This design comes from an exercise in tuning for small area, a short achievable clock period and few clock cycles on the open sky130 flow, not from production work. Only simulation tests tie the RTL to the original design; equivalence was not proved. No activity file was given, so power comes from the tool's default toggle rates.

## design.v

```verilog
module lane_core (
    input  wire        clk,
    input  wire        rst,           
    input  wire        start,         
    input  wire [11:0] entry,
    input  wire [31:0] arg0,
    output reg         busy,
    output reg         done,          
    output wire [11:0] imem_addr,
    input  wire [31:0] imem_data,
    output wire [14:0] dmem_addr,
    input  wire [15:0] dmem_rdata,
    output wire [13:0] cmem_addr,
    input  wire [15:0] cmem_rdata,
    output reg         mem_we,
    output reg         mem_wsel,      
    output reg  [14:0] mem_waddr,
    output reg  [15:0] mem_wdata,
    output reg         put_valid,
    output reg  [13:0] put_sig,
    output reg  [31:0] put_data,
    output reg         evt_valid,
    output reg         evt_class,
    output reg  [15:0] evt_code,
    output reg         inh
);
    localparam [5:0] OP_NOP = 6'h00, OP_END = 6'h01, OP_JMP = 6'h02, OP_BR = 6'h03,
                     OP_CALL = 6'h04, OP_RET = 6'h05, OP_LOOP = 6'h06,
                     OP_INH = 6'h08, OP_EVT = 6'h09, OP_LDI = 6'h0A, OP_LDP = 6'h0B,
                     OP_LDM = 6'h0C, OP_LDZ = 6'h0D, OP_MOVX = 6'h0E, OP_SETM = 6'h0F,
                     OP_LD = 6'h10, OP_ST = 6'h11, OP_LD2 = 6'h12, OP_LIM = 6'h13,
                     OP_PUT = 6'h16, OP_PUTW = 6'h17,
                     OP_MPY_RR = 6'h1B, OP_MPY_RM = 6'h1C, OP_MPY_MM = 6'h1D,
                     OP_MAC_RR = 6'h1E, OP_MAC_RM = 6'h1F, OP_MAC_MM = 6'h20,
                     OP_MSU_RR = 6'h21, OP_MSU_RM = 6'h22, OP_MSU_MM = 6'h23,
                     OP_MPYU = 6'h24, OP_ADD = 6'h25, OP_SUB = 6'h26, OP_MINMAX = 6'h27,
                     OP_LOG = 6'h28, OP_SHD = 6'h29, OP_CMP = 6'h2A, OP_ACC = 6'h2B,
                     OP_SHA = 6'h2C, OP_MVA = 6'h2D, OP_MVD = 6'h2E, OP_NORM = 6'h2F;
    integer i;
    reg [15:0] D [0:15];
    reg [39:0] A0, A1;
    reg [15:0] P [0:7];
    reg [15:0] M [0:7];
    reg [3:0]  Z [0:7];
    reg [12:0] LC0, LC1;
    reg [24:2] FB;
    reg        f_n, f_z, f_v, f_sv, f_rnd, f_sat;
    reg [4:0]  f_msh;
    reg        init;                    
    reg        f_run;                   
    reg [11:0] fpc;
    reg [11:0] cstk [0:7];
    reg [3:0]  csp;
    reg [1:0]  fdepth;
    reg [11:0] fls0, fll0, fls1, fll1;
    reg [12:0] flc0, flc1;
    reg [11:0] pend_ls;                 
    reg        d_valid;
    reg [31:0] d_ir;
    reg [11:0] d_pc;
    reg        d_dec0, d_clr0, d_dec1, d_clr1, d_pred;
    reg        idle;                    
    reg [14:0] r_da;                    
    reg [13:0] r_ca;
    reg        m_valid;
    reg [31:0] m_ir;
    reg        m_dec0, m_clr0, m_dec1, m_clr1, m_lidx;
    reg [1:0]  m_pa, m_pb, m_pam, m_pbm;
    reg        m_pau, m_pbu;
    reg [15:0] m_aval, m_bval, m_am, m_bm;
    reg [3:0]  m_az, m_bz;
    reg        m_spec, m_loopr, m_movx_ptr, m_hzp;
    reg        e_valid;
    reg [31:0] e_ir;
    reg        e_dec0, e_clr0, e_dec1, e_clr1, e_lidx;
    reg [15:0] e_dm, e_cm;              
    reg        e_wsel;
    reg [15:0] rA, rB, rC;              
    reg [39:0] Aa;                      
    reg [3:0]  e_dwi;
    reg        e_dwe, e_ld2, e_p2;
    reg        e_end, e_br, e_loopi, e_loopr, e_inh, e_evt, e_ldi, e_movx, e_setm;
    reg        e_ld, e_st, e_lim, e_put, e_putw, e_mul, e_rm, e_mm, e_mpyu;
    reg        e_add, e_sub, e_minmax, e_log, e_shd, e_cmp, e_acc, e_sha, e_mva, e_mvd, e_norm;
    reg        e_movx_ptr, e_movx_rsr;
    reg [1:0]  e_wk;
    reg [4:0]  e_lamt, e_shm1;          
    reg [5:0]  e_famt;
    reg        e_shaneg, e_mvar, e_sh0, e_sat;
    reg        w_valid;
    reg        w_a;
    reg        w_cx0, w_cyp, w_cya, w_csub, w_cabs, w_czs;    
    reg        w_cr0, w_crs, w_crb;                           
    reg        w_cwa, w_cnz, w_cv, w_csv;                     
    reg [39:0] w_ps, w_pc;              
    reg        w_psg;                   
    reg [39:0] w_Aa, w_Ab;              
    reg  [11:0] r_ia;                   
    assign imem_addr = r_ia;
    wire [5:0]  fop  = imem_data[31:26];
    wire        f_j0 = ~fop[5] & ~fop[4] & ~fop[3];
    wire        f_pj = f_j0 & ~fop[0] & (fop[2] ^ fop[1]);            
    wire        f_pr = f_j0 & fop[0] & fop[2] & ~fop[1];             
    wire        ret_ok = ~(d_valid & (d_call | d_ret));
    wire [11:0] fpc1 = fpc + 12'd1;
    reg        le_hit, le_dec0, le_clr0, le_dec1, le_clr1;
    reg [11:0] le_pc;
    always @(*) begin
        le_hit = 1'b0; le_dec0 = 1'b0; le_clr0 = 1'b0; le_dec1 = 1'b0; le_clr1 = 1'b0;
        le_pc = fpc1;
        if (fdepth == 2'd2 && fpc == fll1) begin
            le_hit = 1'b1;
            if (flc1 > 13'd1) begin
                le_dec1 = 1'b1; le_pc = fls1;
            end else begin
                le_clr1 = 1'b1;
                if (fpc == fll0) begin
                    if (flc0 > 13'd1) begin le_dec0 = 1'b1; le_pc = fls0; end
                    else le_clr0 = 1'b1;
                end
            end
        end else if (fdepth != 2'd0 && fpc == fll0) begin
            le_hit = 1'b1;
            if (flc0 > 13'd1) begin le_dec0 = 1'b1; le_pc = fls0; end
            else le_clr0 = 1'b1;
        end
    end
    wire [5:0]  dop     = d_ir[31:26];
    wire        d_jmp   = (dop == OP_JMP);
    wire        d_call  = (dop == OP_CALL);
    wire        d_ret   = (dop == OP_RET);
    wire        d_loop  = (dop == OP_LOOP);
    wire        d_loopi = d_loop & d_ir[25];
    wire        d_loopr = d_loop & ~d_ir[25];
    wire        d_cnt0  = (d_ir[24:12] == 13'd0);
    wire        d_br    = (dop == OP_BR);
    wire        d_end   = (dop == OP_END);
    wire [11:0] d_pc1   = d_pc + 12'd1;
    wire [11:0] stk_top = cstk[csp[2:0] - 3'd1];
    reg [1:0] dd_pa, dd_pb, dd_pam, dd_pbm;
    reg       dd_pau, dd_pbu, dd_useptr;
    always @(*) begin
        dd_pa = 2'd0; dd_pb = 2'd0; dd_pam = 2'd0; dd_pbm = 2'd0;
        dd_pau = 1'b0; dd_pbu = 1'b0; dd_useptr = 1'b0;
        case (dop)
            OP_LD, OP_ST: begin
                dd_useptr = 1'b1;
                dd_pa = d_ir[20:19]; dd_pb = d_ir[20:19]; dd_pam = d_ir[18:17]; dd_pbm = d_ir[18:17];
                dd_pau = ~d_ir[21]; dd_pbu = d_ir[21];
            end
            OP_MPY_RM, OP_MAC_RM, OP_MSU_RM: begin
                dd_useptr = 1'b1;
                dd_pa = d_ir[16:15]; dd_pb = d_ir[16:15]; dd_pam = d_ir[14:13]; dd_pbm = d_ir[14:13];
                dd_pau = ~d_ir[17]; dd_pbu = d_ir[17];
            end
            OP_LD2: begin
                dd_useptr = 1'b1;
                dd_pa = d_ir[21:20]; dd_pam = d_ir[19:18]; dd_pau = 1'b1;
                dd_pb = d_ir[17:16]; dd_pbm = d_ir[15:14]; dd_pbu = 1'b1;
            end
            OP_MPY_MM, OP_MAC_MM, OP_MSU_MM: begin
                dd_useptr = 1'b1;
                dd_pa = d_ir[24:23]; dd_pam = d_ir[22:21]; dd_pau = 1'b1;
                dd_pb = d_ir[20:19]; dd_pbm = d_ir[18:17]; dd_pbu = 1'b1;
            end
            OP_LDP, OP_LDM, OP_LDZ: dd_useptr = 1'b1;
            OP_MOVX: begin
                dd_pa = d_ir[18:17]; dd_pb = d_ir[18:17];
                dd_useptr = ~d_ir[16] & (d_ir[21:20] != 2'b11);
            end
            default: ;
        endcase
    end
    function [15:0] post_mod(input [15:0] p, input [1:0] mode, input [15:0] m, input [3:0] z);
        reg [15:0] step, sum, mask;
        begin
            case (mode)
                2'b00: step = 16'd0;
                2'b01: step = 16'd1;
                2'b10: step = 16'hFFFF;
                default: step = m;
            endcase
            sum  = p + step;
            mask = (16'd1 << z) - 16'd1;
            if (z == 4'd0)
                post_mod = sum;
            else
                post_mod = (p & ~mask) | (sum & mask);
        end
    endfunction
    wire [15:0] pa_next = post_mod(m_aval, m_pam, m_am, m_az);
    wire [15:0] pb_next = post_mod(m_bval, m_pbm, m_bm, m_bz);
    assign dmem_addr = r_da;
    assign cmem_addr = r_ca;
    wire [5:0]  mop = m_ir[31:26];
    wire [14:0] m_staddr = m_ir[21] ? {1'b0, m_bval[13:0]} : m_aval[14:0];
    wire        m_side = m_ir[19];
    reg  [15:0] m_pmz;
    always @(*) begin
        case (m_ir[21:20])
            2'b00:   m_pmz = m_side ? m_bval : m_aval;
            2'b01:   m_pmz = m_side ? m_bm : m_am;
            default: m_pmz = {12'd0, m_side ? m_bz : m_az};
        endcase
    end
    wire fwd_de = e_valid & e_st & ~e_wsel & (e_cm[14:0] == m_aval[14:0]);
    wire fwd_dw = mem_we & ~mem_wsel & (mem_waddr == m_aval[14:0]);
    wire fwd_ce = e_valid & e_st & e_wsel & (e_cm[13:0] == m_bval[13:0]);
    wire fwd_cw = mem_we & mem_wsel & (mem_waddr[13:0] == m_bval[13:0]);
    wire [15:0] dm_cap = fwd_de ? rC : fwd_dw ? mem_wdata : dmem_rdata;
    wire [15:0] cm_cap = fwd_ce ? rC : fwd_cw ? mem_wdata : cmem_rdata;
    wire md_mpy  = (mop == OP_MPY_RR) | (mop == OP_MPY_RM) | (mop == OP_MPY_MM) | (mop == OP_MPYU);
    wire md_mac  = (mop == OP_MAC_RR) | (mop == OP_MAC_RM) | (mop == OP_MAC_MM);
    wire md_msu  = (mop == OP_MSU_RR) | (mop == OP_MSU_RM) | (mop == OP_MSU_MM);
    wire md_rm   = (mop == OP_MPY_RM) | (mop == OP_MAC_RM) | (mop == OP_MSU_RM);
    wire md_mm   = (mop == OP_MPY_MM) | (mop == OP_MAC_MM) | (mop == OP_MSU_MM);
    wire md_putw = (mop == OP_PUTW);
    wire md_put  = (mop == OP_PUT);
    wire md_mvs  = (mop == OP_MVA) | (mop == OP_NORM);
    wire [3:0] md_ra = md_putw ? {m_ir[25:23], 1'b1} : m_ir[21:18];
    wire [3:0] md_rb = (md_put | md_putw) ? m_ir[3:0] :
                       (mop == OP_SHA)    ? m_ir[11:8] :
                       (mop == OP_LOOP)   ? m_ir[15:12] : m_ir[17:14];
    wire [3:0] md_rc = md_putw ? {m_ir[25:23], 1'b0} : m_ir[25:22];
    wire md_dwe = (mop == OP_LDI) | ((mop == OP_MOVX) & ~m_ir[16]) | (mop == OP_LD) |
                  (mop == OP_LD2) | (mop == OP_LIM) | (mop == OP_ADD) | (mop == OP_SUB) |
                  (mop == OP_MINMAX) | (mop == OP_LOG) | (mop == OP_SHD) | md_mvs;
    wire [3:0] md_dwi = md_mvs ? m_ir[21:18] :
                        (mop == OP_LD2) ? {m_ir[25:23], 1'b0} : m_ir[25:22];
    wire [15:0] mem_rd1 = e_p2 ? e_cm : e_dm;
    wire [15:0] mul_a = e_mm ? e_dm : rA;
    wire [15:0] mul_b = e_mm ? e_cm : e_rm ? mem_rd1 : rB;
    wire [16:0] ma    = {e_mpyu ? 1'b0 : mul_a[15], mul_a};       
    wire [17:0] ma2   = {ma, 1'b0};
    wire [16:0] mbx   = {mul_b, 1'b0};
    wire [39:0] pp0, pp1, pp2, pp3, pp4, pp5, pp6, pp7;
    wire [7:0]  pneg;
    genvar gk;
    generate
        for (gk = 0; gk < 8; gk = gk + 1) begin : g_booth
            wire [2:0]  bd = mbx[2*gk +: 3];
            wire        ng = bd[2] & ~(bd[1] & bd[0]);
            wire        one = bd[1] ^ bd[0];
            wire        two = (bd == 3'b011) | (bd == 3'b100);
            wire [17:0] pm = (one ? {ma[16], ma} : two ? ma2 : 18'd0) ^ {18{ng}};
            wire [39:0] row = {22'd0, ~pm[17], pm[16:0]} << (2 * gk);
            assign pneg[gk] = ng;
        end
    endgenerate
    assign pp0 = g_booth[0].row; assign pp1 = g_booth[1].row;
    assign pp2 = g_booth[2].row; assign pp3 = g_booth[3].row;
    assign pp4 = g_booth[4].row; assign pp5 = g_booth[5].row;
    assign pp6 = g_booth[6].row; assign pp7 = g_booth[7].row;
    wire [39:0] pp8 = 40'hFF_5556_0000 |
                      {25'd0, pneg[7], 1'b0, pneg[6], 1'b0, pneg[5], 1'b0, pneg[4], 1'b0,
                       pneg[3], 1'b0, pneg[2], 1'b0, pneg[1], 1'b0, pneg[0]};
    function [79:0] csa(input [39:0] x, input [39:0] y, input [39:0] z);
        csa = {((x & y) | (x & z) | (y & z)) << 1, x ^ y ^ z};
    endfunction
    wire [79:0] c1a = csa(pp0, pp1, pp2);
    wire [79:0] c1b = csa(pp3, pp4, pp5);
    wire [79:0] c1c = csa(pp6, pp7, pp8);
    wire [79:0] c2a = csa(c1a[39:0], c1a[79:40], c1b[39:0]);
    wire [79:0] c2b = csa(c1b[79:40], c1c[39:0], c1c[79:40]);
    wire [79:0] c3a = csa(c2a[39:0], c2a[79:40], c2b[39:0]);
    wire [79:0] c4a = csa(c3a[39:0], c3a[79:40], c2b[79:40]);
    wire ma_z = (mul_a == 16'd0);
    wire mb_z = (mul_b == 16'd0);
    wire psg  = (ma[16] ^ mul_b[15]) & ~ma_z & ~mb_z;
    wire        as_sub = e_sub | e_cmp | e_minmax;
    wire [17:0] as_x   = {{2{rA[15]}}, rA};
    wire [17:0] as_y   = {{2{rB[15]}}, rB};
    wire [17:0] asum   = as_x + (as_sub ? ~as_y : as_y) + {17'd0, as_sub};
    wire        as_big = (asum[17:15] != 3'b000) && (asum[17:15] != 3'b111);
    wire [15:0] as_sat = as_big ? (asum[17] ? 16'h8000 : 16'h7FFF) : asum[15:0];
    wire        as_lt  = asum[17];
    wire        as_eq  = (rA == rB);
    wire        mm_pick_s = e_ir[0] ? (~as_lt & ~as_eq) : as_lt;
    wire [15:0] mm_res = mm_pick_s ? rA : rB;
    wire        lim_c1  = $signed(rC) < $signed(rA);
    wire        lim_ca  = $signed(rA) > $signed(rB);
    wire        lim_cc  = $signed(rC) > $signed(rB);
    wire [15:0] lim_res = lim_c1 ? (lim_ca ? rB : rA) : (lim_cc ? rB : rC);
    reg [15:0] log_res;
    always @(*) begin
        case (e_ir[1:0])
            2'd0: log_res = rA & rB;
            2'd1: log_res = rA | rB;
            2'd2: log_res = rA ^ rB;
            default: log_res = rA & ~rB;
        endcase
    end
    wire [4:0]  shd_n   = e_ir[4:0];                             
    reg [5:0] norm_r;
    integer j;
    always @(*) begin
        norm_r = 6'd0;
        for (j = 0; j <= 38; j = j + 1)
            if (Aa[j] != Aa[39]) norm_r = j[5:0] + 6'd1;
    end
    wire [6:0] norm_n = 7'd31 - {1'b0, norm_r};                   
    wire [39:0] fs_x   = e_mvd ? {{24{rA[15]}}, rA} : Aa;
    wire [102:0] fs_v  = {{32{fs_x[39]}}, fs_x, 31'd0};
    wire [5:0]  fs_amt = e_norm ? norm_r : e_famt;
    wire [102:0] fs_w  = fs_v >> fs_amt;
    wire [39:0] fs_out = fs_w[39:0];
    wire [38:0] lsh_d   = fs_x[38:0] ^ {39{fs_x[39]}};
    wire [38:0] lsh_msk = ~({39{1'b1}} >> e_lamt);
    wire        lsh_ov  = |(lsh_d & lsh_msk);
    wire [15:0] shd_l   = rA << shd_n[3:0];
    wire [4:0]  shd_ra  = 5'd0 - shd_n;                           
    wire [16:0] shd_rw  = $signed({~e_ir[5] & rA[15], rA}) >>> shd_ra;
    wire [14:0] shd_d   = rA[14:0] ^ {15{rA[15]}};
    wire [14:0] shd_msk = ~({15{1'b1}} >> shd_n[3:0]);
    wire        shd_big = ~e_ir[5] & (|(shd_d & shd_msk));
    wire [15:0] shd_res = shd_n[4] ? shd_rw[15:0] :
                          shd_big  ? (rA[15] ? 16'h8000 : 16'h7FFF) : shd_l;
    wire        shd_sv  = ~shd_n[4] & shd_big;
    wire        mva_inc = e_mvar & ~e_sh0 & Aa[e_shm1];
    wire [46:0] mva_x   = {{7{Aa[39]}}, Aa};
    wire [15:0] mva_s   = mva_x[e_lamt +: 16];
    wire        mva_inr = ({1'b0, norm_r} <= 7'd15 + {2'b0, e_lamt});
    wire        mva_m1  = Aa[39] & ({1'b0, norm_r} == 7'd16 + {2'b0, e_lamt}) & (mva_s[14:0] == {15{1'b1}});
    wire        mva_max = mva_inr & ~Aa[39] & (mva_s == 16'h7FFF);
    wire        mva_big = (~mva_inr & ~(mva_m1 & mva_inc)) | (mva_max & mva_inc);
    wire [15:0] mva_low = mva_s + {15'd0, mva_inc};
    wire [15:0] mva_res = (e_sat & mva_big) ? (Aa[39] ? 16'h8000 : 16'h7FFF) : mva_low;
    wire        mva_zero = ~(e_sat & mva_big) &
                           (mva_inc ? (mva_s == 16'hFFFF) : (mva_s == 16'd0));
    wire [4:0] sp = e_ir[21:17];
    reg [15:0] special;
    always @(*) begin
        if (sp[4:3] != 2'b11) special = e_dm;
        else case (sp[2:0])
            3'd0: special = {1'b0, f_msh, f_sat, f_rnd, 4'd0, f_sv, f_v, f_z, f_n};
            3'd1: special = {3'd0, LC0};
            3'd2: special = {3'd0, LC1};
            3'd3: special = {FB[15:2], 2'b00};
            3'd4: special = {7'd0, FB[24:16]};
            default: special = 16'd0;
        endcase
    end
    reg [15:0] wd;
    always @(*) begin
        wd = 16'd0;
        if (e_ldi)    wd = e_ir[15:0];
        if (e_movx)   wd = special;
        if (e_ld)     wd = mem_rd1;
        if (e_ld2)    wd = e_dm;
        if (e_lim)    wd = lim_res;
        if (e_add | e_sub) wd = as_sat;
        if (e_minmax) wd = mm_res;
        if (e_log)    wd = log_res;
        if (e_shd)    wd = shd_res;
        if (e_mva)    wd = mva_res;
        if (e_norm)   wd = {{9{norm_n[6]}}, norm_n};
    end
    wire [15:0] wd_odd = e_ld2 ? e_cm : wd;
    reg cc_ok;
    always @(*) begin
        case (e_ir[24:22])
            3'd0: cc_ok = f_z;
            3'd1: cc_ok = !f_z;
            3'd2: cc_ok = f_n;
            3'd3: cc_ok = !f_n;
            3'd4: cc_ok = !f_n && !f_z;
            3'd5: cc_ok = f_n || f_z;
            3'd6: cc_ok = f_v;
            default: cc_ok = f_sv;
        endcase
    end
    wire [12:0] loop_cnt = e_loopi ? e_ir[24:12] : rB[12:0];
    wire        loop_z   = (loop_cnt == 13'd0);
    wire w_wr_a = w_valid & w_cwa;
    wire w_nz   = w_valid & w_cnz;
    wire w_vv   = w_valid & w_cv;
    wire w_svv  = w_valid & w_csv;
    wire e_rd_a = e_sha | e_norm | e_mva;
    wire e_go     = e_valid;
    wire redir_br = e_br & cc_ok;
    wire redir_lz = e_loopr & loop_z;
    wire kill     = e_go & (redir_br | redir_lz | e_end);
    wire [11:0] redir_pc = redir_lz ? e_ir[11:0] + 12'd1 : e_ir[11:0];
    reg        e_nzw, e_nv, e_zv, e_setv, e_setsv;
    always @(*) begin
        e_nzw = 1'b0; e_nv = 1'b0; e_zv = 1'b0; e_setv = 1'b0; e_setsv = 1'b0;
        if (e_add | e_sub) begin
            e_nzw = 1'b1; e_nv = asum[17]; e_zv = (asum == 18'd0); e_setsv = as_big;
        end
        if (e_cmp)    begin e_nzw = 1'b1; e_nv = as_lt; e_zv = as_eq; end
        if (e_minmax) begin e_nzw = 1'b1; e_nv = mm_res[15]; e_zv = (mm_res == 16'd0); end
        if (e_lim)    begin e_nzw = 1'b1; e_nv = lim_res[15]; e_zv = (lim_res == 16'd0); end
        if (e_log)    begin e_nzw = 1'b1; e_nv = log_res[15]; e_zv = (log_res == 16'd0); end
        if (e_shd)    begin e_nzw = 1'b1; e_nv = shd_res[15]; e_zv = (shd_res == 16'd0); e_setsv = shd_sv; end
        if (e_mva)    begin e_nzw = 1'b1; e_nv = mva_res[15]; e_zv = mva_zero; e_setsv = e_sat & mva_big; end
        if (e_sha)    e_setv = ~e_shaneg & lsh_ov;
        if (e_mvd)    e_setv = lsh_ov;
    end
    wire e_movx_wsr = e_movx & e_ir[16] & (sp == 5'b11000);
    wire [39:0] wAa = w_Aa;
    wire [39:0] wAb = w_Ab;
    wire        asb = w_csub | (w_cabs & wAa[39]);
    wire [39:0] ax  = w_cx0 ? 40'd0 : wAa;
    wire [39:0] ay  = w_cyp ? w_ps : w_cya ? wAa : wAb;
    wire [39:0] az  = w_cyp ? w_pc : 40'd0;
    wire        ysg = w_cyp ? w_psg : w_cya ? wAa[39] : wAb[39];
    wire [39:0] wy  = ay ^ {40{asb}};
    wire [39:0] wz  = az ^ {40{w_czs}};
    wire [39:0] ws1 = ax ^ wy ^ wz;
    wire [39:0] wmaj = (ax & wy) | (ax & wz) | (wy & wz);
    wire [39:0] wc1s = {wmaj[38:0], w_czs};
    wire [39:0] wsum = ws1 + wc1s + {39'd0, asb};
    wire        wovf = asb ? ((ax[39] != ysg) & (wsum[39] != ax[39]))
                           : ((ax[39] == ysg) & (wsum[39] != ax[39]));
    wire        acc_hi = ~wAa[39] & (wAa[38:31] != 8'd0);
    wire        acc_lo =  wAa[39] & (wAa[38:31] != 8'hFF);
    wire [39:0] wres = w_cr0  ? 40'd0 :
                       w_crs  ? (acc_hi ? 40'h00_7FFF_FFFF : acc_lo ? 40'hFF_8000_0000 : wAa) :
                       w_crb  ? wAb : wsum;
    wire w_setv  = w_vv & wovf;
    wire w_setsv = w_svv & (acc_hi | acc_lo);
    wire m_hold  = m_haz;
    wire m_go    = m_valid & ~m_hold & ~kill;
    wire spec_me = (m_valid & m_spec) | (e_valid & (e_br | e_loopr));
    wire d_ctl   = d_call | d_ret | d_loop | (dop == OP_LDP) | (dop == OP_LDM) | (dop == OP_LDZ);
    wire d_hz    = dd_useptr & ((m_valid & m_movx_ptr) | (e_valid & e_movx_ptr));
    wire d_hold  = m_hold | (d_valid & (d_hz | (d_ctl & spec_me)));
    wire d_go    = d_valid & ~d_hold & ~kill;
    wire d_redir = d_go & (((d_jmp | d_call | d_ret) & ~d_pred) | (d_loopi & d_cnt0));
    wire d_stop  = d_go & d_end;
    reg  [11:0] d_target;
    always @(*) begin
        if (d_ret)        d_target = stk_top;
        else if (d_loopi) d_target = d_ir[11:0] + 12'd1;
        else              d_target = d_ir[11:0];
    end
    wire spec_any = (d_valid & (d_br | d_loopr)) | spec_me;
    wire f_block  = (le_hit & spec_any) |
                    (d_valid & d_loop & (d_ir[11:0] == fpc)) |
                    (m_valid & m_loopr & (m_ir[11:0] == fpc)) |
                    (e_valid & e_loopr & (e_ir[11:0] == fpc));
    wire f_acc    = f_run & ~d_hold & ~f_block & ~kill & ~d_redir & ~d_stop;
    wire start_go = start & idle;
    wire        f_psel = f_acc & ~le_hit & (f_pj | (f_pr & ret_ok));
    wire [11:0] f_ptgt = fop[0] ? stk_top : imem_data[11:0];
    wire [11:0] pc_oth = kill ? redir_pc : d_redir ? d_target : f_acc ? le_pc : fpc;
    wire [11:0] pc_nx  = f_psel ? f_ptgt : pc_oth;
    always @(posedge clk) begin
        if (rst) begin
            busy      <= 1'b0;
            idle      <= 1'b1;
            done      <= 1'b0;
            init      <= 1'b0;
            f_run     <= 1'b0;
            d_valid   <= 1'b0;
            m_valid   <= 1'b0;
            e_valid   <= 1'b0;
            w_valid   <= 1'b0;
            put_valid <= 1'b0;
            evt_valid <= 1'b0;
            mem_we    <= 1'b0;
            inh       <= 1'b0;
        end else begin
            init      <= start_go;
            put_valid <= e_go & (e_put | e_putw);
            evt_valid <= e_go & e_evt;
            mem_we    <= e_go & e_st;
            if (e_go & e_inh) inh <= e_ir[0];
            w_valid   <= e_go & (e_mul | e_acc);
            done <= kill & e_end;
            if (start_go) begin
                busy  <= 1'b1;
                idle  <= 1'b0;
                f_run <= 1'b1;
            end else if (kill & e_end) begin
                busy  <= 1'b0;
                idle  <= 1'b1;
                f_run <= 1'b0;
            end else if (kill) begin
                f_run <= 1'b1;
            end else if (d_stop) begin
                f_run <= 1'b0;
            end
            if (kill)
                d_valid <= 1'b0;
            else if (!d_hold)
                d_valid <= f_acc;
            if (kill)
                m_valid <= 1'b0;
            else if (!m_hold)
                m_valid <= d_go;
            e_valid <= m_go;
        end
    end
    always @(posedge clk) begin
        if (!csp[3]) cstk[csp[2:0]] <= d_pc1;
        fpc  <= start_go ? entry : pc_nx;
        r_ia <= idle ? entry : pc_nx;
        if (idle) fdepth <= 2'd0;
        if (f_acc) begin
            d_ir   <= imem_data;
            d_pc   <= fpc;
            d_dec0 <= le_dec0; d_clr0 <= le_clr0;
            d_dec1 <= le_dec1; d_clr1 <= le_clr1;
            d_pred <= ~le_hit & (f_pj | (f_pr & ret_ok));
            if (le_hit) begin
                if (le_dec1) flc1 <= flc1 - 13'd1;
                if (le_clr1) flc1 <= 13'd0;
                if (le_dec0) flc0 <= flc0 - 13'd1;
                if (le_clr0) flc0 <= 13'd0;
                if (le_clr1 & le_clr0) fdepth <= 2'd0;
                else if (le_clr1)      fdepth <= 2'd1;
                else if (le_clr0)      fdepth <= 2'd0;
            end
        end
        if (init) csp <= 4'd0;
        if (d_go) begin
            if (d_call) csp <= csp + 4'd1;
            if (d_ret)  csp <= csp - 4'd1;
            if (d_loopi & ~d_cnt0) begin
                if (fdepth == 2'd0) begin
                    fls0 <= d_pc1; fll0 <= d_ir[11:0]; flc0 <= d_ir[24:12]; fdepth <= 2'd1;
                end else begin
                    fls1 <= d_pc1; fll1 <= d_ir[11:0]; flc1 <= d_ir[24:12]; fdepth <= 2'd2;
                end
            end
            if (d_loopr) pend_ls <= d_pc1;
        end
        if (e_go & e_loopr & ~loop_z) begin
            if (e_lidx) begin
                fls1 <= pend_ls; fll1 <= e_ir[11:0]; flc1 <= loop_cnt; fdepth <= 2'd2;
            end else begin
                fls0 <= pend_ls; fll0 <= e_ir[11:0]; flc0 <= loop_cnt; fdepth <= 2'd1;
            end
        end
    end
    wire [15:0] rd_pa = (m_go & m_pau & (m_pa == dd_pa)) ? pa_next : P[{1'b0, dd_pa}];
    wire [15:0] rd_pb = (m_go & m_pbu & (m_pb == dd_pb)) ? pb_next : P[{1'b1, dd_pb}];
    always @(posedge clk) begin
        m_hzp <= ~m_hold & dm_hz;
        if (!m_hold) begin
            m_ir   <= d_ir;
            m_dec0 <= d_dec0; m_clr0 <= d_clr0; m_dec1 <= d_dec1; m_clr1 <= d_clr1;
            m_lidx <= (fdepth != 2'd0);
            m_pa <= dd_pa; m_pb <= dd_pb; m_pam <= dd_pam; m_pbm <= dd_pbm;
            m_pau <= dd_pau; m_pbu <= dd_pbu;
            m_aval <= rd_pa; m_bval <= rd_pb;
            if (dd_pau) r_da <= rd_pa[14:0];
            if (dd_pbu) r_ca <= rd_pb[13:0];
            m_am <= M[{1'b0, dd_pa}]; m_bm <= M[{1'b1, dd_pb}];
            m_az <= Z[{1'b0, dd_pa}]; m_bz <= Z[{1'b1, dd_pb}];
            m_spec  <= d_br | d_loopr;
            m_loopr <= d_loopr;
            m_movx_ptr <= (dop == OP_MOVX) & d_ir[16] & (d_ir[21:20] != 2'b11);
        end
    end
    always @(posedge clk) begin
        if (init) begin
            for (i = 0; i < 8; i = i + 1) begin
                P[i] <= 16'd0; M[i] <= 16'd0; Z[i] <= 4'd0;
            end
        end else begin
            if (m_go) begin
                if (m_pau) P[{1'b0, m_pa}] <= pa_next;
                if (m_pbu) P[{1'b1, m_pb}] <= pb_next;
            end
            if (d_go) begin
                case (dop)
                    OP_LDP: P[d_ir[24:22]] <= d_ir[15:0];
                    OP_LDM: M[d_ir[24:22]] <= d_ir[15:0];
                    OP_LDZ: Z[d_ir[24:22]] <= d_ir[3:0];
                    default: ;
                endcase
            end
            if (e_go & e_movx & e_ir[16]) begin
                case (sp[4:3])
                    2'b00: P[sp[2:0]] <= rC;
                    2'b01: M[sp[2:0]] <= rC;
                    2'b10: Z[sp[2:0]] <= rC[3:0];
                    default: ;
                endcase
            end
        end
    end
    wire        fw_e = e_go & e_dwe;
    wire        fw_o = e_go & e_ld2;
    wire [3:0]  fw_oi = {e_dwi[3:1], 1'b1};
    wire [15:0] op_a = (fw_e & (e_dwi == md_ra)) ? wd : (fw_o & (fw_oi == md_ra)) ? e_cm : D[md_ra];
    wire [15:0] raw_b = D[md_rb];
    wire        fwb_e = fw_e & (e_dwi == md_rb);
    wire        fwb_o = fw_o & (fw_oi == md_rb);
    wire [15:0] op_b = fwb_e ? wd : fwb_o ? e_cm : raw_b;
    wire        sr_setm = e_go & e_setm;
    wire        sr_movx = e_go & e_movx_wsr;
    wire [4:0]  msh_f = sr_setm ? e_ir[4:0] : sr_movx ? rC[14:10] : f_msh;
    wire        rnd_f = sr_setm ? e_ir[8]   : sr_movx ? rC[8]     : f_rnd;
    wire        sat_f = sr_setm ? e_ir[9]   : sr_movx ? rC[9]     : f_sat;
    wire [4:0]  m_sh  = m_ir[6] ? m_ir[4:0] : msh_f;
    wire        m_sha = (mop == OP_SHA);
    wire [5:0]  m_shn = m_ir[6] ? raw_b[5:0] : m_ir[5:0];
    wire        dm_acc = (mop == OP_ACC);
    wire        ew_a  = md_mpy | md_mac | md_msu | (dm_acc & (m_ir[2:0] != 3'd7));
    wire        ew_nz = dm_acc & (m_ir[2:0] == 3'd7);
    wire        ew_v  = md_mac | md_msu | (dm_acc & (m_ir[2:0] != 3'd0) & (m_ir[2:0] <= 3'd4));
    wire        ew_sv = dm_acc & (m_ir[2:0] == 3'd5);
    wire        dh_a  = ((dop == OP_SHA) | (dop == OP_NORM) | (dop == OP_MVA)) & ew_a & (m_ir[25] == d_ir[25]);
    wire        dh_br = (dop == OP_BR) & ((~d_ir[23] | ~d_ir[24]) ? ew_nz : (d_ir[22] ? ew_sv : ew_v));
    wire        dh_sr = (dop == OP_MOVX) & ~d_ir[16] & (d_ir[21:17] == 5'b11000) & (ew_nz | ew_v | ew_sv);
    wire        dh_sh = (dop == OP_SHA) & d_ir[6] &
                        ((md_dwe & (md_dwi == d_ir[11:8])) | ((mop == OP_LD2) & ({m_ir[25:23], 1'b1} == d_ir[11:8])));
    wire        dm_hz = m_valid & (dh_a | dh_br | dh_sr | dh_sh);
    wire        m_haz = m_valid & m_hzp;
    wire [15:0] op_c = (fw_e & (e_dwi == md_rc)) ? wd : (fw_o & (fw_oi == md_rc)) ? e_cm : D[md_rc];
    wire [39:0] e_ares = fs_out;
    wire        e_awr  = e_go & (e_sha | e_mvd | (e_norm & ~e_ir[0]));
    wire        w_awr  = w_valid & w_wr_a;
    wire        m_asel = m_ir[25];
    wire [39:0] aa_m   = (e_awr & (e_ir[25] == m_asel)) ? e_ares :
                         (w_awr & (w_a == m_asel))      ? wres :
                         (m_asel ? A1 : A0);
    always @(posedge clk) begin
        Aa <= aa_m;
    end
    always @(posedge clk) begin
        begin
            e_ir    <= m_ir;
            e_dec0 <= m_dec0; e_clr0 <= m_clr0; e_dec1 <= m_dec1; e_clr1 <= m_clr1;
            e_lidx <= m_lidx;
            e_dm <= (mop == OP_MOVX) ? m_pmz : dm_cap;
            e_cm <= (mop == OP_ST) ? {1'b0, m_staddr} : cm_cap;
            e_wsel <= m_ir[21];
            rA <= op_a; rB <= op_b; rC <= op_c;
            e_dwe <= md_dwe; e_dwi <= md_dwi; e_ld2 <= (mop == OP_LD2);
            e_p2  <= md_rm ? m_ir[17] : m_ir[21];
            e_end <= (mop == OP_END); e_br <= (mop == OP_BR);
            e_loopi <= (mop == OP_LOOP) & m_ir[25];
            e_loopr <= (mop == OP_LOOP) & ~m_ir[25];
            e_inh <= (mop == OP_INH); e_evt <= (mop == OP_EVT);
            e_ldi <= (mop == OP_LDI); e_movx <= (mop == OP_MOVX);
            e_setm <= (mop == OP_SETM); e_ld <= (mop == OP_LD); e_st <= (mop == OP_ST);
            e_lim <= (mop == OP_LIM); e_put <= md_put; e_putw <= md_putw;
            e_mul <= md_mpy | md_mac | md_msu; e_rm <= md_rm; e_mm <= md_mm;
            e_mpyu <= (mop == OP_MPYU);
            e_wk  <= md_mac ? 2'd1 : md_msu ? 2'd2 : (mop == OP_ACC) ? 2'd3 : 2'd0;
            e_add <= (mop == OP_ADD); e_sub <= (mop == OP_SUB);
            e_minmax <= (mop == OP_MINMAX); e_log <= (mop == OP_LOG);
            e_shd <= (mop == OP_SHD); e_cmp <= (mop == OP_CMP); e_acc <= (mop == OP_ACC);
            e_sha <= (mop == OP_SHA); e_mva <= (mop == OP_MVA); e_mvd <= (mop == OP_MVD);
            e_norm <= (mop == OP_NORM);
            e_lamt   <= ((mop == OP_MVD) | (mop == OP_MVA)) ? m_sh : m_shn[4:0];
            e_famt   <= (mop == OP_MVD) ? 6'd31 - {1'b0, m_sh} : 6'd31 - m_shn;
            e_shaneg <= m_shn[5];
            e_mvar   <= rnd_f | m_ir[7];
            e_shm1   <= m_sh - 5'd1;
            e_sh0    <= (m_sh == 5'd0);
            e_sat    <= sat_f;
            e_movx_ptr <= (mop == OP_MOVX) & m_ir[16] & (m_ir[21:20] != 2'b11);
            e_movx_rsr <= (mop == OP_MOVX) & ~m_ir[16] & (m_ir[21:17] == 5'b11000);
        end
    end
    always @(posedge clk) begin
        w_Aa <= (w_awr & (w_a == e_ir[25])) ? wres : (e_ir[25] ? A1 : A0);
        w_Ab <= (w_awr & (w_a != e_ir[25])) ? wres : (e_ir[25] ? A0 : A1);
        begin
            w_a   <= e_ir[25];
            w_cx0  <= (e_wk == 2'd0) | ((e_wk == 2'd3) & ((e_ir[2:0] == 3'd3) | (e_ir[2:0] == 3'd4)));
            w_cyp  <= (e_wk != 2'd3);
            w_cya  <= (e_wk == 2'd3) & ((e_ir[2:0] == 3'd3) | (e_ir[2:0] == 3'd4));
            w_csub <= (e_wk == 2'd2) | ((e_wk == 2'd3) & ((e_ir[2:0] == 3'd2) | (e_ir[2:0] == 3'd3) | (e_ir[2:0] == 3'd7)));
            w_cabs <= (e_wk == 2'd3) & (e_ir[2:0] == 3'd4);
            w_czs  <= (e_wk == 2'd2);
            w_cr0  <= (e_wk == 2'd3) & (e_ir[2:0] == 3'd0);
            w_crs  <= (e_wk == 2'd3) & (e_ir[2:0] == 3'd5);
            w_crb  <= (e_wk == 2'd3) & (e_ir[2:0] == 3'd6);
            w_cwa  <= ~((e_wk == 2'd3) & (e_ir[2:0] == 3'd7));
            w_cnz  <= (e_wk == 2'd3) & (e_ir[2:0] == 3'd7);
            w_cv   <= (e_wk == 2'd1) | (e_wk == 2'd2) | ((e_wk == 2'd3) & (e_ir[2:0] != 3'd0) & (e_ir[2:0] <= 3'd4));
            w_csv  <= (e_wk == 2'd3) & (e_ir[2:0] == 3'd5);
            w_ps  <= c4a[39:0];
            w_pc  <= c4a[79:40];
            w_psg <= psg;
            mem_wsel  <= e_wsel;
            mem_waddr <= e_cm[14:0];
            mem_wdata <= rC;
            put_sig   <= e_ir[14] ? rB[13:0] : e_ir[13:0];
            put_data  <= e_putw ? {rA, rC} : {{16{rC[15]}}, rC};
            evt_class <= e_ir[16];
            evt_code  <= e_ir[15:0];
        end
        if (idle) begin
            D[0] <= arg0[15:0];
            D[1] <= arg0[31:16];
        end
        for (i = 0; i < 16; i = i + 1) begin
            if (init) begin
                if (i >= 2) D[i] <= 16'd0;
            end else if (e_go) begin
                if (i[0] == 1'b0) begin
                    if (e_dwe && e_dwi == i[3:0]) D[i] <= wd;
                end else begin
                    if ((e_dwe && e_dwi == i[3:0]) || (e_ld2 && {e_dwi[3:1], 1'b1} == i[3:0]))
                        D[i] <= wd_odd;
                end
            end
        end
        if (init) begin
            f_rnd <= 1'b0; f_sat <= 1'b1; f_msh <= 5'd15;
            LC0 <= 13'd0; LC1 <= 13'd0; FB <= 23'd0;
        end else if (e_go) begin
            if (e_setm) begin
                f_sat <= e_ir[9]; f_rnd <= e_ir[8]; f_msh <= e_ir[4:0];
            end
            if (e_dec0) LC0 <= LC0 - 13'd1;
            if (e_clr0) LC0 <= 13'd0;
            if (e_dec1) LC1 <= LC1 - 13'd1;
            if (e_clr1) LC1 <= 13'd0;
            if ((e_loopi | e_loopr) & ~loop_z) begin
                if (e_lidx) LC1 <= loop_cnt; else LC0 <= loop_cnt;
            end
            if (e_movx & e_ir[16] & (sp[4:3] == 2'b11)) begin
                case (sp[2:0])
                    3'd0: begin
                        f_rnd <= rC[8]; f_sat <= rC[9]; f_msh <= rC[14:10];
                    end
                    3'd1: LC0 <= rC[12:0];
                    3'd2: LC1 <= rC[12:0];
                    3'd3: FB[15:2] <= rC[15:2];
                    3'd4: FB[24:16] <= rC[8:0];
                    default: ;
                endcase
            end
        end
        if (init) begin
            A0 <= 40'd0; A1 <= 40'd0;
        end else begin
            if (w_valid & w_wr_a) begin
                if (w_a) A1 <= wres; else A0 <= wres;
            end
            if (e_awr) begin
                if (e_ir[25]) A1 <= e_ares; else A0 <= e_ares;
            end
        end
        if (init) begin
            f_n <= 1'b0; f_z <= 1'b0; f_v <= 1'b0; f_sv <= 1'b0;
        end else if (e_go & e_movx_wsr) begin
            f_n <= rC[0]; f_z <= rC[1]; f_v <= rC[2]; f_sv <= rC[3];
        end else begin
            if (e_go & e_nzw) begin
                f_n <= e_nv; f_z <= e_zv;
            end else if (w_nz) begin
                f_n <= wsum[39] ^ wovf; f_z <= (wAa == wAb);
            end
            if ((e_go & e_setv) | w_setv)   f_v  <= 1'b1;
            if ((e_go & e_setsv) | w_setsv) f_sv <= 1'b1;
        end
    end
endmodule
```

## config.mk

```make
export PLATFORM = sky130hd
export DESIGN_NAME = lane_core
export DESIGN_NICKNAME = lane_core
export VERILOG_FILES = /design/flow/design.v
export SDC_FILE = /design/flow/constraint.sdc
export NUM_CORES = 8
export LEC_CHECK = 0
export CAP_MARGIN = 20
export CORE_MARGIN = 2
export CORE_UTILIZATION = 55
export CTS_CLUSTER_DIAMETER = 150
export CTS_CLUSTER_SIZE = 20
export SLEW_MARGIN = 50
```

## constraint.sdc

```tcl
create_clock -name core_clock -period 25.0 [get_ports {clk}]
set_input_delay 5.0000 -clock core_clock [delete_from_list [all_inputs] [get_ports {clk}]]
set_output_delay 5.0000 -clock core_clock [all_outputs]
set_load 0.01 [all_outputs]
```

## run.sh

```bash
#!/bin/bash
# synth_recipe.tcl (not shown) runs the flow's synth.tcl, then flattens the netlist and writes it again
# the make line also repeats each setting of config.mk as NAME=value (left out here)
make -C /OpenROAD-flow-scripts/flow DESIGN_CONFIG=/design/flow/config.mk WORK_HOME=/design/flow/orfs CLKGATE_MAP_FILE= SYNTH_SCRIPT=/design/flow/synth_recipe.tcl finish
```

==> results.ini, run 1 <==
[synth]
synthTopCellsByArea = dfxtp_1 (18%), edfxtp_1 (17%), nand2_1 (5.1%)
synth_cell_types = 110
synth-seq-cells = 1556
syn_area_sq_um = 106000
syn_inst = 12300
synth_top_cell_by_area = dfxtp_1
syn_area_per_cell_sq_um = 8.59
ys_seq_area_share_pct = 35.2
post-synth-top-count-cell = nand2_1
syn-num-nets = 12800
yosys-top-cells-count = nand2_1 (1421), dfxtp_1 (960), clkbuf_1 (955)
synth_edf_count = 596
yosys_warnings = 2
synth_top_area_share_pct = 18.2
async_flop_share_pct = 0
ys.flop_type = dfxtp_1

[sta]
setup_viol = 0
period_needed_ps = 7140
slew_viol_final = 0
slew_headroom_pct = 39.4
min_period_over_period_pct = 28.6
rsz0062_at_grt = false
tightest_slew_ps = 900
finalHoldViolations = 0
fin_setup_tns_ps = 0
clock.fmax_mhz = 140
clock_skew_ps = 74.2

[setup_path]
startpoint_type = flop
arrival_ps = 2140
cp_slowest_stage_delay_ps = 650
crit_path_end_kind = output port
path_buf_inv = 1
worst-path-max-fanout = 1
path_cells = clkdlybuf4s50_1
crit_family = flip-flops
cp_data_required_time_ps = 20000
critPathSlowestCell = dfxtp_1
reg2reg_slack_ps = 17990
crit_type = reg2out

[cts]
clockBufferDepth = 3
clk-insertion-delay-late_ps = 830
htree_levels = 3
root_buffer = clkbuf_16
cts-resized-gates = 0
clock-sinks = 1556
path_clk_slew_ps = 100
hold_buffers = 0
numCtsBuffers = 88
postCtsSetupBuffers = 0
cts_tree = done

[final_layout]
drive_above_1_share_pct = 10.1
multi_input_area_sq_um = 64400
layout.cells.non_filler = 14500
fin_nets = 12500
n_fill_cell = 16500
regArea_sq_um = 37200
syn_to_final_growth_pct = 8.73

[floorplan]
coreArea_sq_um = 190000
dieArea_sq_um = 195000
rows = 160
start_util_pct = 55.5
num_io_pins = 253
fp.dieW_um = 442
die_h_um = 442

[worst_hold_path]
hp-class = reg2reg

[power]
power.leakage_nw = 41.9
peakVddDrop_v = 0.0000598
power.density_nw_per_um2 = 62.2

[run]
drv_cap = 0

[drt]
drt_first_pass_iters = 11
wl_per_cell_um = 33.4
num_vias = 106000
drcViolationCount = 0
routed_via_density = 7.32
drtIter0Drc = 18100
totalWireLength_um = 486000
drt.antenna.violating_nets = 0

[global_route]
grt_max_degree = 95
grt_usage_pct = 47.6
grt_pass1_wl_um = 692000
overflow = 0
grt_pass1_vias = 98500
antenna_found_initial = 33

[placement]
dp_cells = 14400
io_buffers = 252
gp_congestion = 1.10
hpwl_um = 339000

[run_status]
outcome = timing/DRC/antenna clean

-- cells in the final DEF (no fill, tap or decap), types with 71 or more instances in the layout --
| master | count |
|---|---|
| nand2_1 | 1411 |
| dfxtp_1 | 920 |
| nor2_1 | 806 |
| o21ai_0 | 771 |
| a21oi_1 | 666 |
| edfxtp_1 | 596 |
| a22oi_1 | 426 |
| mux2i_1 | 420 |
| a211oi_1 | 383 |
| buf_4 | 380 |
| xnor2_1 | 363 |
| inv_1 | 329 |
| clkdlybuf4s50_1 | 251 |
| ha_1 | 249 |
| nand3_1 | 234 |
| a22o_1 | 212 |
| nand2b_1 | 206 |
| o22ai_1 | 202 |
| nor3_1 | 197 |
| xor2_1 | 173 |
| o211ai_1 | 164 |
| nor2b_1 | 163 |
| a221oi_1 | 159 |
| fa_1 | 133 |
| nand4_1 | 131 |
| a31oi_1 | 121 |
| mux4_2 | 108 |
| mux2_2 | 102 |
| clkbuf_16 | 88 |
| nor4_1 | 78 |
| or3_1 | 75 |
| and3_1 | 72 |
| a21o_1 | 71 |
-- registers in the layout, indices dropped and copies added, names as in the netlist, 33 cells and up --
register and flops:
w_ps 33, w_Ab 40, A1 40, w_Aa 40
cstk 96, P 128, A0 40, Aa 40
D 256, M 128
-- metrics by stage --
stage	setup slack, ps	total power, W	util [%]	hold slack [ps]	cell area, sq um
floorplan	17020	0.00450	-	323	106000
global placement	16940	0.00535	58.0	331	110000
detailed placement	17640	0.00544	58.7	334	112000
CTS	17920	0.00701	60.1	355	114000
global route	17650	0.00737	60.3	360	115000
finish	17860	0.00714	60.3	354	115000
-- power by group --
group	internal [W]	switching [W]
logic	0.000902	0.00166
registers	0.00278	0.000179
clock network	0.000678	0.000947
-- cell type report --
cell class,count,area share (%)
clock buffers,131,2.07
well taps,2511,2.74
clock inverters,9,0.157
diodes,19,0.0414
flip-flops and latches,1556,32.4
repair buffers,693,5.38
multi-input cells,9276,56.1
inverters,351,1.15
-- path summary, 6_finish.rpt --
path	from	cells past startpoint	end
max reg2reg	Aa[32]$_DFF_P_	21	D[1][2]$_DFF_P_
min	m_dec0$_DFFE_PN_	0	e_dec0$_DFF_P_
max	put_sig[10]$_DFF_P_	1	put_sig[10]
min reg2reg	m_dec0$_DFFE_PN_	0	e_dec0$_DFF_P_
-- kinds of logic after synthesis --
kind of cell | synth area share, %
flip-flops | 35.2
AO/OA/AOI/OAI | 24.8
adder cells (fa/ha/maj) | 5.64
buffers and inverters | 5.36
multiplexers | 7.82
AND/OR/NAND/NOR | 16.6
XOR/XNOR | 4.55
-- per-layer routing --
| layer | track usage (%) | wire length [um] | up-vias |
|---|---|---|---|
| met5 | 0.415 | 287 | - |
| met4 | 35.9 | 46600 | 32 |
| met3 | 14.8 | 66000 | 2422 |
| met2 | 69.3 | 202000 | 8735 |
| met1 | 59.0 | 171000 | 50500 |
| li1 | - | - | 44800 |
Testbench counts, summed over its fixed seeds: cycles 274,543.
==> run 2: changes to the inputs <==
--- a/design.v
+++ b/design.v
@@ -87,3 +87,3 @@
     reg [4:0]  e_lamt, e_shm1;          
-    reg [5:0]  e_famt;
+    reg [5:0]  e_famt, e_sh16;
     reg        e_shaneg, e_mvar, e_sh0, e_sat;
@@ -96,3 +96,2 @@
     reg        w_psg;                   
-    reg [39:0] w_Aa, w_Ab;              
     reg  [11:0] r_ia;                   
@@ -321,4 +320,4 @@
     wire [15:0] mva_s   = mva_x[e_lamt +: 16];
-    wire        mva_inr = ({1'b0, norm_r} <= 7'd15 + {2'b0, e_lamt});
-    wire        mva_m1  = Aa[39] & ({1'b0, norm_r} == 7'd16 + {2'b0, e_lamt}) & (mva_s[14:0] == {15{1'b1}});
+    wire        mva_inr = (norm_r < e_sh16);
+    wire        mva_m1  = Aa[39] & (norm_r == e_sh16) & (mva_s[14:0] == {15{1'b1}});
     wire        mva_max = mva_inr & ~Aa[39] & (mva_s == 16'h7FFF);
@@ -399,4 +398,4 @@
     wire e_movx_wsr = e_movx & e_ir[16] & (sp == 5'b11000);
-    wire [39:0] wAa = w_Aa;
-    wire [39:0] wAb = w_Ab;
+    wire [39:0] wAa = w_a ? A1 : A0;
+    wire [39:0] wAb = w_a ? A0 : A1;
     wire        asb = w_csub | (w_cabs & wAa[39]);
@@ -423,3 +422,23 @@
     wire m_go    = m_valid & ~m_hold & ~kill;
-    wire spec_me = (m_valid & m_spec) | (e_valid & (e_br | e_loopr));
+    wire [2:0] mcc = m_ir[24:22];
+    reg  cc_m;
+    always @(*) begin
+        case (mcc)
+            3'd0: cc_m = f_z;
+            3'd1: cc_m = !f_z;
+            3'd2: cc_m = f_n;
+            3'd3: cc_m = !f_n;
+            3'd4: cc_m = !f_n && !f_z;
+            3'd5: cc_m = f_n || f_z;
+            3'd6: cc_m = f_v;
+            default: cc_m = f_sv;
+        endcase
+    end
+    wire e_fnz = e_valid & (e_add | e_sub | e_cmp | e_minmax | e_log | e_shd | e_lim | e_mva | e_movx_wsr);
+    wire e_fv  = e_valid & (e_sha | e_mvd | e_movx_wsr);
+    wire e_fsv = e_valid & (e_add | e_sub | e_shd | e_mva | e_movx_wsr);
+    wire m_res = (~mcc[2] | ~mcc[1]) ? ~(e_fnz | w_nz) : mcc[0] ? ~(e_fsv | w_svv) : ~(e_fv | w_vv);
+    wire m_brr = m_go & (mop == OP_BR) & m_res;           
+    wire mkill = m_brr & cc_m;
+    wire spec_me = (m_valid & m_spec & ~m_brr) | (e_valid & (e_br | e_loopr));
     wire d_ctl   = d_call | d_ret | d_loop | (dop == OP_LDP) | (dop == OP_LDM) | (dop == OP_LDZ);
@@ -427,3 +446,3 @@
     wire d_hold  = m_hold | (d_valid & (d_hz | (d_ctl & spec_me)));
-    wire d_go    = d_valid & ~d_hold & ~kill;
+    wire d_go    = d_valid & ~d_hold & ~kill & ~mkill;
     wire d_redir = d_go & (((d_jmp | d_call | d_ret) & ~d_pred) | (d_loopi & d_cnt0));
@@ -441,3 +460,3 @@
                     (e_valid & e_loopr & (e_ir[11:0] == fpc));
-    wire f_acc    = f_run & ~d_hold & ~f_block & ~kill & ~d_redir & ~d_stop;
+    wire f_acc    = f_run & ~d_hold & ~f_block & ~kill & ~mkill & ~d_redir & ~d_stop;
     wire start_go = start & idle;
@@ -445,3 +464,3 @@
     wire [11:0] f_ptgt = fop[0] ? stk_top : imem_data[11:0];
-    wire [11:0] pc_oth = kill ? redir_pc : d_redir ? d_target : f_acc ? le_pc : fpc;
+    wire [11:0] pc_oth = kill ? redir_pc : mkill ? m_ir[11:0] : d_redir ? d_target : f_acc ? le_pc : fpc;
     wire [11:0] pc_nx  = f_psel ? f_ptgt : pc_oth;
@@ -478,3 +497,3 @@
                 f_run <= 1'b0;
-            end else if (kill) begin
+            end else if (kill | mkill) begin
                 f_run <= 1'b1;
@@ -483,3 +502,3 @@
             end
-            if (kill)
+            if (kill | mkill)
                 d_valid <= 1'b0;
@@ -634,3 +653,3 @@
             e_p2  <= md_rm ? m_ir[17] : m_ir[21];
-            e_end <= (mop == OP_END); e_br <= (mop == OP_BR);
+            e_end <= (mop == OP_END); e_br <= (mop == OP_BR) & ~m_res;
             e_loopi <= (mop == OP_LOOP) & m_ir[25];
@@ -654,2 +673,3 @@
             e_shm1   <= m_sh - 5'd1;
+            e_sh16   <= 6'd16 + {1'b0, m_sh};
             e_sh0    <= (m_sh == 5'd0);
@@ -661,4 +681,2 @@
     always @(posedge clk) begin
-        w_Aa <= (w_awr & (w_a == e_ir[25])) ? wres : (e_ir[25] ? A1 : A0);
-        w_Ab <= (w_awr & (w_a != e_ir[25])) ? wres : (e_ir[25] ? A0 : A1);
         begin
--- a/config.mk
+++ b/config.mk
@@ -11,3 +11,3 @@
 export CTS_CLUSTER_DIAMETER = 150
-export CTS_CLUSTER_SIZE = 20
+export CTS_CLUSTER_SIZE = 18
 export SLEW_MARGIN = 50
==> results.ini, run 2 <==
[run_status]
outcome = timing/DRC/antenna clean  ; unchanged

[synth]
syn_area_per_cell_sq_um = 8.48  ; was 8.59 sq um
yosys-top-cells-count = nand2_1 (1534), nor2_1 (916), clkbuf_1 (899)  ; was nand2_1 (1421), dfxtp_1 (960), clkbuf_1 (955)
ys.flop_type = dfxtp_1  ; unchanged
synthTopCellsByArea = edfxtp_1 (17%), dfxtp_1 (17%), nand2_1 (5.5%)  ; was dfxtp_1 (18%), edfxtp_1 (17%), nand2_1 (5.1%)
synth_top_area_share_pct = 17.2  ; was 18.2%
syn-num-nets = 12800  ; about the same
synth_top_cell_by_area = edfxtp_1  ; was dfxtp_1
synth_cell_types = 122  ; was 110
syn_inst = 12300  ; about the same
post-synth-top-count-cell = nand2_1  ; unchanged
async_flop_share_pct = 0  ; unchanged
yosys_warnings = 2  ; unchanged
syn_area_sq_um = 104000  ; was 106000 sq um
synth-seq-cells = 1482  ; was 1556
ys_seq_area_share_pct = 34.3  ; was 35.2%
synth_edf_count = 596  ; unchanged

[global_route]
grt_pass1_vias = 98100  ; was 98500
grt_use_met1_pct = 61.4  ; was 59.0%
grt_util_met2_pct = 69.2  ; was 69.3%
antenna_found_initial = 33  ; unchanged
busiest_layer = met2  ; unchanged
grt_usage_pct = 47.6  ; about the same
overflow = 0  ; unchanged
grt_pass1_wl_um = 680000  ; was 692000 um
grt_max_degree = 92  ; was 95
met3_usage_pct = 14.4  ; was 14.8%

[cts]
clockBufferDepth = 3  ; unchanged
postCtsSetupBuffers = 0  ; unchanged
hold_buffers = 0  ; unchanged
cts_tree = done  ; unchanged
root_buffer = clkbuf_16  ; unchanged
clk-insertion-delay-late_ps = 840  ; was 830 ps
cts-resized-gates = 0  ; unchanged
clock-sinks = 1482  ; was 1556
htree_levels = 3  ; unchanged
path_clk_slew_ps = 80  ; was 100 ps
numCtsBuffers = 93  ; was 88

[drt]
num_vias = 106000  ; about the same
wl_per_cell_um = 32.8  ; was 33.4 um
drcViolationCount = 0  ; unchanged
drt.antenna.violating_nets = 0  ; unchanged
drt_first_pass_iters = 20  ; was 11
drtIter0Drc = 17000  ; was 18100
totalWireLength_um = 476000  ; was 486000 um
routed_via_density = 7.28  ; was 7.32

[floorplan]
num_io_pins = 253  ; unchanged
die_h_um = 439  ; was 442 um
fp.dieW_um = 439  ; was 442 um
start_util_pct = 55.3  ; was 55.5%
dieArea_sq_um = 192000  ; was 195000 sq um
rows = 159  ; was 160
coreArea_sq_um = 188000  ; was 190000 sq um

[sta]
period_needed_ps = 7360  ; was 7140 ps
slew_viol_final = 0  ; unchanged
rsz0062_at_grt = false  ; unchanged
clock.fmax_mhz = 136  ; was 140 MHz
setup_viol = 0  ; unchanged
tightest_slew_ps = 924  ; was 900 ps
setup_slack_ps = 17640  ; was 17860 ps
finalHoldViolations = 0  ; unchanged
fin_setup_tns_ps = 0  ; unchanged
slew_headroom_pct = 38.4  ; was 39.4%
clock_skew_ps = 62.4  ; was 74.2 ps
min_period_over_period_pct = 29.4  ; was 28.6%
whs_ps = 359  ; was 354 ps

[worst_hold_path]
holdPathEnd = e_dec0$_DFF_P_  ; unchanged
hp-start = m_dec0$_DFFE_PN_  ; unchanged
hold_path_depth = 0  ; unchanged
hp-class = reg2reg  ; unchanged

[final_layout]
reg_top3 = D x256, M x128, P x128  ; unchanged
layout.cells.non_filler = 14500  ; about the same
final_common_cell = nand2_1  ; unchanged
fin_nets = 12400  ; was 12500
multi_input_area_sq_um = 63700  ; was 64400 sq um
n_fill_cell = 16500  ; about the same
syn_to_final_growth_pct = 8.43  ; was 8.73%
regArea_sq_um = 35700  ; was 37200 sq um
drive_above_1_share_pct = 9.75  ; was 10.1%
largest-register = D  ; unchanged
largest_reg_flops = 256  ; unchanged
layout_common_cells = nand2_1 (1525), nor2_1 (861), dfxtp_1 (834)  ; was nand2_1 (1411), dfxtp_1 (920), nor2_1 (806)

[setup_path]
crit_type = in2reg  ; was reg2out
worst-path-max-fanout = 23  ; was 1
crit_path_start = imem_data[28]  ; was put_sig[10]$_DFF_P_
crit_path_end_kind = flop  ; was output port
startpoint_type = primary input  ; was flop
arrival_ps = 8060  ; was 2140 ps
reg2reg_from = w_cyp$_DFF_P_  ; was Aa[32]$_DFF_P_
reg2regPathDepth = 20  ; was 21
r2r-end = f_n$_SDFFE_PP0P_  ; was D[1][2]$_DFF_P_
reg2reg_slack_ps = 18140  ; was 17990 ps
cp_data_required_time_ps = 25700  ; was 20000 ps

[placement]
gp_congestion = 1.04  ; was 1.10
hpwl_um = 330000  ; was 339000 um
pre_cts_ws_ps = 16890  ; was 17640 ps
dp_cells = 14300  ; was 14400
io_buffers = 252  ; unchanged

[power]
power.leakage_nw = 41.8  ; was 41.9 nW
power.density_nw_per_um2 = 61.4  ; was 62.2 nW/um^2
peakVddDrop_v = 0.0000697  ; was 0.0000598 V

[run]
drv_cap = 0  ; unchanged

-- run 2: layer usage --
metal | vias up | wire (um) | share of wire, %
met5 | - | 294 | 0.062
met4 | 28 | 37300 | 7.8
met3 | 2070 | 66700 | 14
li1 | 44400 | - | -
met2 | 8655 | 198000 | 42
met1 | 50400 | 174000 | 36
-- run 2: worst max-delay path, cell delays in order --
cell and delay, ps:
clkdlybuf4s50_1 620, xnor2_1 250, or4_1 540, a211oi_1 590, nand2_2 440, nor2_1 230
a31oi_1 80, mux2_2 300
-- run 2: cells by family after synthesis --
logic type | after synthesis | share of synthesized area [%]
AND/OR/NAND/NOR | 3829 | 16.7
adder cells (fa/ha/maj) | 392 | 5.68
buffers and inverters | 1463 | 5.55
multiplexers | 751 | 8.91
flip-flops | 1482 | 34.3
XOR/XNOR | 569 | 4.80
AO/OA/AOI/OAI | 3766 | 24.1
-- run 2: how the worst max path moves through the flow --
stage	cells after the start	to	slack, ps
2_1_floorplan	6	fpc[10]$_DFF_P_	18230
3_3_place_gp	8	r_ia[0]$_DFF_P_	16720
3_5_place_dp	8	r_ia[1]$_DFF_P_	16890
4_1_cts	8	fpc[1]$_DFF_P_	17720
5_1_grt	8	r_ia[0]$_DFF_P_	17530
6_report	8	fpc[1]$_DFF_P_	17640
-- run 2: power by group --
group	internal, W	leakage [nW]	switching [W]
sequential	0.00266	13.2	0.000176
clock	0.000717	1.30	0.000929
combinational	0.000871	27.2	0.00157
total	0.00425	41.8	0.00267
-- run 2: stage by stage --
stage	cell area [sq um]	utilization, %	power (W)
2_1_floorplan	104000	-	0.00435
3_3_place_gp	108000	57.8	0.00514
3_5_place_dp	110000	58.3	0.00521
4_1_cts	112000	59.8	0.00680
5_1_grt	113000	60.0	0.00716
6_report	113000	60.0	0.00692
-- run 2: area by class of cell --
type                       instances  area share [%]
antenna                           32          0.0711
timing repair buffer             668            5.27
multi-input combinational       9307            56.6
clock buffer                     146            2.28
inverter                         364            1.22
clock inverter                     9           0.148
tap                             2495            2.77
sequential                      1482            31.7
Testbench counts of run 2, summed over its fixed seeds: cycles 271,873.
==> run 3: changes to the inputs <==
==> flow/run.sh (new file) <==
#!/bin/bash
# Layout: the standard ORFS flow (standard.sh, its synthesis unchanged),
# with the timing repair of floorplan, CTS and global route aimed at the
# period this design reaches rather than only at the 25 ns clock, free to
# resize cells across footprints, and without gate cloning.
set -euo pipefail
bash standard.sh SETUP_SLACK_MARGIN=18.8 SKIP_GATE_CLONING=1 MATCH_CELL_FOOTPRINT=0 finish > flow_make.log 2>&1
==> standard.sh (new file) <==
#!/bin/bash
# synth_recipe.tcl (not shown) runs the flow's synth.tcl, then flattens the netlist and writes it again
# the make line also repeats each setting of config.mk as NAME=value (left out here)
make -C /OpenROAD-flow-scripts/flow DESIGN_CONFIG=/design/flow/config.mk WORK_HOME=/design/flow/orfs CLKGATE_MAP_FILE= SYNTH_SCRIPT=/design/flow/synth_recipe.tcl "${@:-finish}"
--- a/config.mk
+++ b/config.mk
@@ -7,2 +7,3 @@
 export LEC_CHECK = 0
+export ABC_AREA = 1
 export CAP_MARGIN = 20
removed: run.sh
==> results.ini, run 3 <==
[final_layout]
layout_common_cells = nand2_1 (2470), o21ai_0 (2018), inv_1 (1520)  ; was nand2_1 (1525), nor2_1 (861), dfxtp_1 (834)
drive_above_1_share_pct = 8.16  ; was 9.75%
final_common_cell = nand2_1  ; unchanged
fin_nets = 14400  ; was 12400
syn_to_final_growth_pct = 9.07  ; was 8.43%
layout.cells.non_filler = 16500  ; was 14500
reg_top3 = D x256, M x128, P x128  ; unchanged
largest-register = D  ; unchanged
largest_reg_flops = 256  ; unchanged

[drt]
drt_first_pass_iters = 17  ; was 20
drtIter0Drc = 19800  ; was 17000
totalWireLength_um = 490000  ; was 476000 um
drt.antenna.violating_nets = 0  ; unchanged
wl_per_cell_um = 29.7  ; was 32.8 um

[cts]
clk-insertion-delay-late_ps = 870  ; was 840 ps
clock-sinks = 1482  ; unchanged
htree_levels = 3  ; unchanged
cts_tree = done  ; unchanged
path_clk_slew_ps = 90  ; was 80 ps
clockBufferDepth = 3  ; unchanged

[floorplan]
die_h_um = 434  ; was 439 um
rows = 157  ; was 159
fp.dieW_um = 434  ; was 439 um
start_util_pct = 55.4  ; was 55.3%
dieArea_sq_um = 188000  ; was 192000 sq um

[global_route]
grt_use_met1_pct = 61.3  ; was 61.4%
grt_max_degree = 87  ; was 92
met3_usage_pct = 20.0  ; was 14.4%
grt_pass1_vias = 102000  ; was 98100
grt_pass1_wl_um = 691000  ; was 680000 um
antenna_found_initial = 47  ; was 33
grt_usage_pct = 50.1  ; was 47.6%
busiest_layer = met2  ; unchanged

[power]
power.density_nw_per_um2 = 72.0  ; was 61.4 nW/um^2
power.leakage_nw = 45.6  ; was 41.8 nW

[sta]
slew_viol_final = 0  ; unchanged
setup_viol = 0  ; unchanged
rsz0062_at_grt = true  ; was false
min_period_over_period_pct = 25.7  ; was 29.4%
clock_skew_ps = 105  ; was 62.4 ps
slew_headroom_pct = 41.2  ; was 38.4%
finalHoldViolations = 0  ; unchanged
fin_setup_tns_ps = 0  ; unchanged
tightest_slew_ps = 874  ; was 924 ps

[setup_path]
r2r-end = e_lamt[2]$_DFF_P_  ; was f_n$_SDFFE_PP0P_
arrival_ps = 1420  ; was 8060 ps
reg2regPathDepth = 18  ; was 20
reg2reg_from = m_ir[27]$_DFFE_PN_  ; was w_cyp$_DFF_P_
reg2reg_slack_ps = 18760  ; was 18140 ps
endpoint = mem_wdata[4]  ; was fpc[1]$_DFF_P_
worst-path-max-fanout = 2  ; was 23
crit_path_start = put_data[4]$_DFF_P_  ; was imem_data[28]

[synth]
synthTopCellsByArea = edfxtp_1 (18%), dfxtp_1 (17%), o21ai_0 (10%)  ; was edfxtp_1 (17%), dfxtp_1 (17%), nand2_1 (5.5%)
synth_top_area_share_pct = 17.6  ; was 17.2%
async_flop_share_pct = 0  ; unchanged
ys_seq_area_share_pct = 35.1  ; was 34.3%
syn_area_sq_um = 102000  ; was 104000 sq um
yosys-top-cells-count = nand2_1 (2492), o21ai_0 (2075), inv_1 (1570)  ; was nand2_1 (1534), nor2_1 (916), clkbuf_1 (899)
synth_cell_types = 87  ; was 122
yosys_warnings = 2  ; unchanged
syn_area_per_cell_sq_um = 7.20  ; was 8.48 sq um
ys.flop_type = dfxtp_1  ; unchanged
synth_edf_count = 596  ; unchanged
post-synth-top-count-cell = nand2_1  ; unchanged
syn-num-nets = 14600  ; was 12800
synth_top_cell_by_area = edfxtp_1  ; unchanged

[placement]
dp_cells = 16200  ; was 14300
hpwl_um = 352000  ; was 330000 um
pre_cts_ws_ps = 17280  ; was 16890 ps

[run_status]
outcome = timing/DRC/antenna clean  ; unchanged

[worst_hold_path]
hp-class = reg2reg  ; unchanged

[run 3: cell types whose count changed after synthesis, sizes merged, moves of 183 or more]
cell and change:
a211oi -274, a22o -183, a22oi -320, clkbuf -187
inv +1272, mux2i -485, nand2 +981, nand3 +573
o211ai +219, o21ai +1484
[run 3: logic make-up (layout without fill, tap and decap cells)]
group	after synthesis	in the layout	synth area share [%]
xor+xnor	478	478	4.16
flops	1482	1482	35.1
buf+inv	2564	2454	9.78
compound gates	4524	4524	25.7
other cells	0	34	0
mux	37	37	0.366
simple gates	4630	4630	19.1
fa+ha+maj	391	391	5.80
[run 3: metal layers]
layer | part of all wire, % | vias to the layer above
li1 | - | 48100
met1 | 35 | 51600
met2 | 39 | 9607
met3 | 16 | 2610
met4 | 9.9 | 36
met5 | 0.12 | -
[run 3: stage by stage]
step	utilization, %	hold slack [ps]	instance area, sq um
floorplan	-	323	102000
global placement	57.8	326	106000
detailed placement	58.1	329	107000
CTS	59.9	344	110000
global route	60.4	353	111000
finish	60.4	345	111000
[run 3: area by class of cell]
class	count	area, sq um	share of cell area, %
clock inverters	9	249	0.225
multi-input cells	10100	57000	51.5
diodes	34	85.1	0.0768
repair buffers	630	5640	5.09
well taps	2464	3080	2.78
inverters	1676	6350	5.74
clock buffers	139	2480	2.24
flip-flops and latches	1482	35800	32.4
[run 3: timing repair]
| action | in CTS | in global routing |
|---|---|---|
| pin swaps | 3 | 15 |
| cloned | 0 | 0 |
| gates resized for setup | 612 | 76 |
| hold buffers | 0 | 0 |
| endpoints found under the setup margin | 225 | 401 |
| setup buffers | 45 | 20 |
[run 3: how the worst min path moves through the flow]
| stage | from | to | slack (ps) | cells after the start |
|---|---|---|---|---|
| 5_1_grt | m_lidx$_DFFE_PN_ | e_lidx$_DFF_P_ | 350 | 0 |
| 2_1_floorplan | m_clr0$_DFFE_PN_ | e_clr0$_DFF_P_ | 320 | 0 |
| 3_5_place_dp | m_clr1$_DFFE_PN_ | e_clr1$_DFF_P_ | 330 | 0 |
| 6_report | m_clr1$_DFFE_PN_ | e_clr1$_DFF_P_ | 340 | 0 |
| 3_3_place_gp | m_lidx$_DFFE_PN_ | e_lidx$_DFF_P_ | 330 | 0 |
| 4_1_cts | m_clr1$_DFFE_PN_ | e_clr1$_DFF_P_ | 340 | 0 |
[run 3: report_power, final]
| part | switching (W) | leakage, nW | total (W) | internal, W |
|---|---|---|---|---|
| registers | 0.000208 | 13.0 | 0.00293 | 0.00272 |
| logic | 0.00232 | 31.4 | 0.00340 | 0.00108 |
| clock network | 0.000938 | 1.29 | 0.00165 | 0.000707 |
[run 3: worst max-delay path: stages (launching register included)]
cell and delay, ps:
dfxtp_4 370, buf_8 140, buf_6 120
